Background: an optimization exercise with open tools, aiming at small area and few clock cycles per item. Do not read the settings as production practice. Function was checked by simulation only, so behaviour that the tests miss may differ from the original. Power is estimated from default activity; no workload was simulated.

Design rs_pair_enc, start of the top module:
module rs_pair_enc (
    input  wire       clk,
    input  wire       rst,
    input  wire       in_valid,
    output wire       in_ready,
    input  wire [9:0] in_sym,
    output wire       out_valid,
    input  wire       out_ready,
    output wire [9:0] out_sym,
    output wire       out_last
);
    localparam NMSG = 1040;               
    localparam NSYM = 1088;               
    localparam SEG  = 24;                 
    reg  [10:0]  cnt;                     
    reg  [4:0]   rot;                     
    reg          clr;                     
    reg  [479:0] r;                       
    wire in_msg  = !(cnt[10] && (cnt[5] || cnt[4]));      
    wire last    = cnt[10] && (&cnt[5:0]);                
    wire rot_end = rot[0] && rot[1] && rot[2] && rot[4];                  
    wire idle    = clr || (rot != 0);
    assign in_ready  = !idle && in_msg && out_ready;
    assign out_valid = !idle && (in_msg ? in_valid : 1'b1);
    wire   xfer      = !rst && out_valid && out_ready;
  ...
For scale: about 500 flip-flops, roughly 27 I/O pins, roughly 15,000 µm² of cells after synthesis.
clock: 5.0 ns
lec_check: 0
cap_margin: 20
core_margin: 2
core_utilization: 76
gpl_routability_driven: 0
slew_margin: 20
synth_hierarchical: 1
synth_minimum_keep_size: 0
standard.sh (not shown) runs the stock make flow with config.mk's settings and CLKGATE_MAP_FILE= SYNTH_SCRIPT=/design/flow/synth_recipe.tcl, a recipe that flattens the netlist after the stock synthesis.
==> flow/flow/run.sh <==
#!/bin/bash
# Own flow: the standard layout (standard.sh), with
# - the ports buffered with the smallest buffer,
# - the clock tree built without dummy loads, from clkbuf_8 leaf clusters,
# - after global routing, gates and buffers off the critical paths downsized
#   (flow/post_grt.tcl), then slew and capacitance repaired again.
# ORFS writes each step's full log under orfs/logs; make's own output goes to
# flow_make.log here.
set -euo pipefail
export BUFFER_PORTS_ARGS="-buffer_cell sky130_fd_sc_hd__buf_1"
export CTS_ARGS="-sink_clustering_enable -repair_clock_nets -dont_use_dummy_load -buf_list {sky130_fd_sc_hd__clkbuf_8} -sink_clustering_size 20 -sink_clustering_max_diameter 60"
export POST_GLOBAL_ROUTE_TCL="$(pwd)/flow/post_grt.tcl"
bash standard.sh > flow_make.log 2>&1
==> flow/flow/post_grt.tcl <==
# After global routing: downsize gates and buffers on paths with slack to spare,
# fix any slew or capacitance this leaves over the margins, re-legalise, and
# write the route guides again for the detailed router.
global_route -start_incremental
repair_timing -recover_power 100 -verbose
estimate_parasitics -global_routing
repair_design -slew_margin 20 -cap_margin 20 -verbose
detailed_placement
global_route -end_incremental
estimate_parasitics -global_routing
report_worst_slack -max
report_check_types -max_slew -max_capacitance
write_guides $::env(RESULTS_DIR)/route.guide
Testbench counts at the start, summed over its fixed seeds: cycles 19,716, items 18.
Rerun with:
==> flow/flow/run.sh (replaced) <==
#!/bin/bash
# Own flow: the standard layout (standard.sh), with
# - the ports buffered with the smallest buffer,
# - the clock tree built without dummy loads, from clkbuf_8 leaf clusters.
set -euo pipefail
export BUFFER_PORTS_ARGS="-buffer_cell sky130_fd_sc_hd__buf_1"
export CTS_ARGS="-sink_clustering_enable -repair_clock_nets -dont_use_dummy_load -buf_list {sky130_fd_sc_hd__clkbuf_8} -sink_clustering_size 20 -sink_clustering_max_diameter 50"
bash standard.sh > flow_make.log 2>&1
- CORE_UTILIZATION: 76 -> 70
- GPL_ROUTABILITY_DRIVEN: 0 -> not set
removed: flow/flow/post_grt.tcl
Outcome: The new run ran to the end with no violations; power grows slightly; global-route usage is lower by 2.9 points; register-to-register slack gains 0.43 ns; utilization drops by 5.7 points; count of clock-buffer cells in the layout goes up by 2.
Rerun with:
==> flow/flow/run.sh (replaced) <==
#!/bin/bash
# Own flow: the standard layout (standard.sh), with
# - the ports buffered with the smallest buffer,
# - the clock tree built without dummy loads, from clkbuf_8 leaf clusters,
# - after global routing, gates and buffers off the critical paths downsized
#   (flow/post_grt.tcl), then slew and capacitance repaired again.
# ORFS writes each step's full log under orfs/logs; make's own output goes to
# flow_make.log here.
set -euo pipefail
export BUFFER_PORTS_ARGS="-buffer_cell sky130_fd_sc_hd__buf_1"
export CTS_ARGS="-sink_clustering_enable -repair_clock_nets -dont_use_dummy_load -buf_list {sky130_fd_sc_hd__clkbuf_8} -sink_clustering_size 20 -sink_clustering_max_diameter 60"
export POST_GLOBAL_ROUTE_TCL="$(pwd)/flow/post_grt.tcl"
bash standard.sh > flow_make.log 2>&1
==> flow/flow/post_grt.tcl (new file) <==
# After global routing: downsize gates and buffers on paths with slack to spare,
# fix any slew or capacitance this leaves over the margins, re-legalise, and
# write the route guides again for the detailed router.
global_route -start_incremental
repair_timing -recover_power 100 -verbose
estimate_parasitics -global_routing
repair_design -slew_margin 20 -cap_margin 20 -verbose
detailed_placement
global_route -end_incremental
estimate_parasitics -global_routing
report_worst_slack -max
report_check_types -max_slew -max_capacitance
write_guides $::env(RESULTS_DIR)/route.guide
- GPL_ROUTABILITY_DRIVEN: not set -> 0
=>
- sequential power stays flat
- synthesized cell count stays the same
- global-route usage is higher by 0.14 points
- worst hold slack got worse by 0.042 ns
- worst setup slack got worse by 0.35 ns
- power fell by 0.64%
- clock skew came out higher by 0.0091 ns
- routed wire length came out higher by 0.60%

port drivers added, routing unchanged:
The flow's constraints put no driver on any port. The routed layouts listed below were extracted and timed again, unchanged, in two steps.
Step 1 (the two cells are an assumption about what drives the block):
set clk [get_ports {clk}]
set_driving_cell -lib_cell sky130_fd_sc_hd__clkbuf_16 $clk
set_driving_cell -lib_cell sky130_fd_sc_hd__buf_2 [delete_from_list [all_inputs] $clk]
Step 2 adds t to the input delays and takes it off the output delays; t is the mean of the earliest and latest rising clock arrival at the registers after step 1. Input paths then give back, and output paths get back, about the clock's delay inside the block.
Slacks: no drivers / after step 1 / after step 2; pairs: no drivers / after step 1.
run | t, ns | setup slack, ns | latest minus earliest clock arrival (ns) | pins driven straight from the clock port
the first run | 0.625 | 0.499 / 0.499 / 0.224 | 0.048 / 0.048 | 1
the second run | 0.623 | 0.928 / 0.928 / 0.524 | 0.056 / 0.056 | 1
the third run | 0.631 | 0.575 / 0.575 / 0.345 | 0.073 / 0.073 | 1
After both steps every run listed still meets setup and hold. For the second run, which loses most, drivers alone change the setup slack by 0.000 ns; drivers and shift together by -0.404 ns.
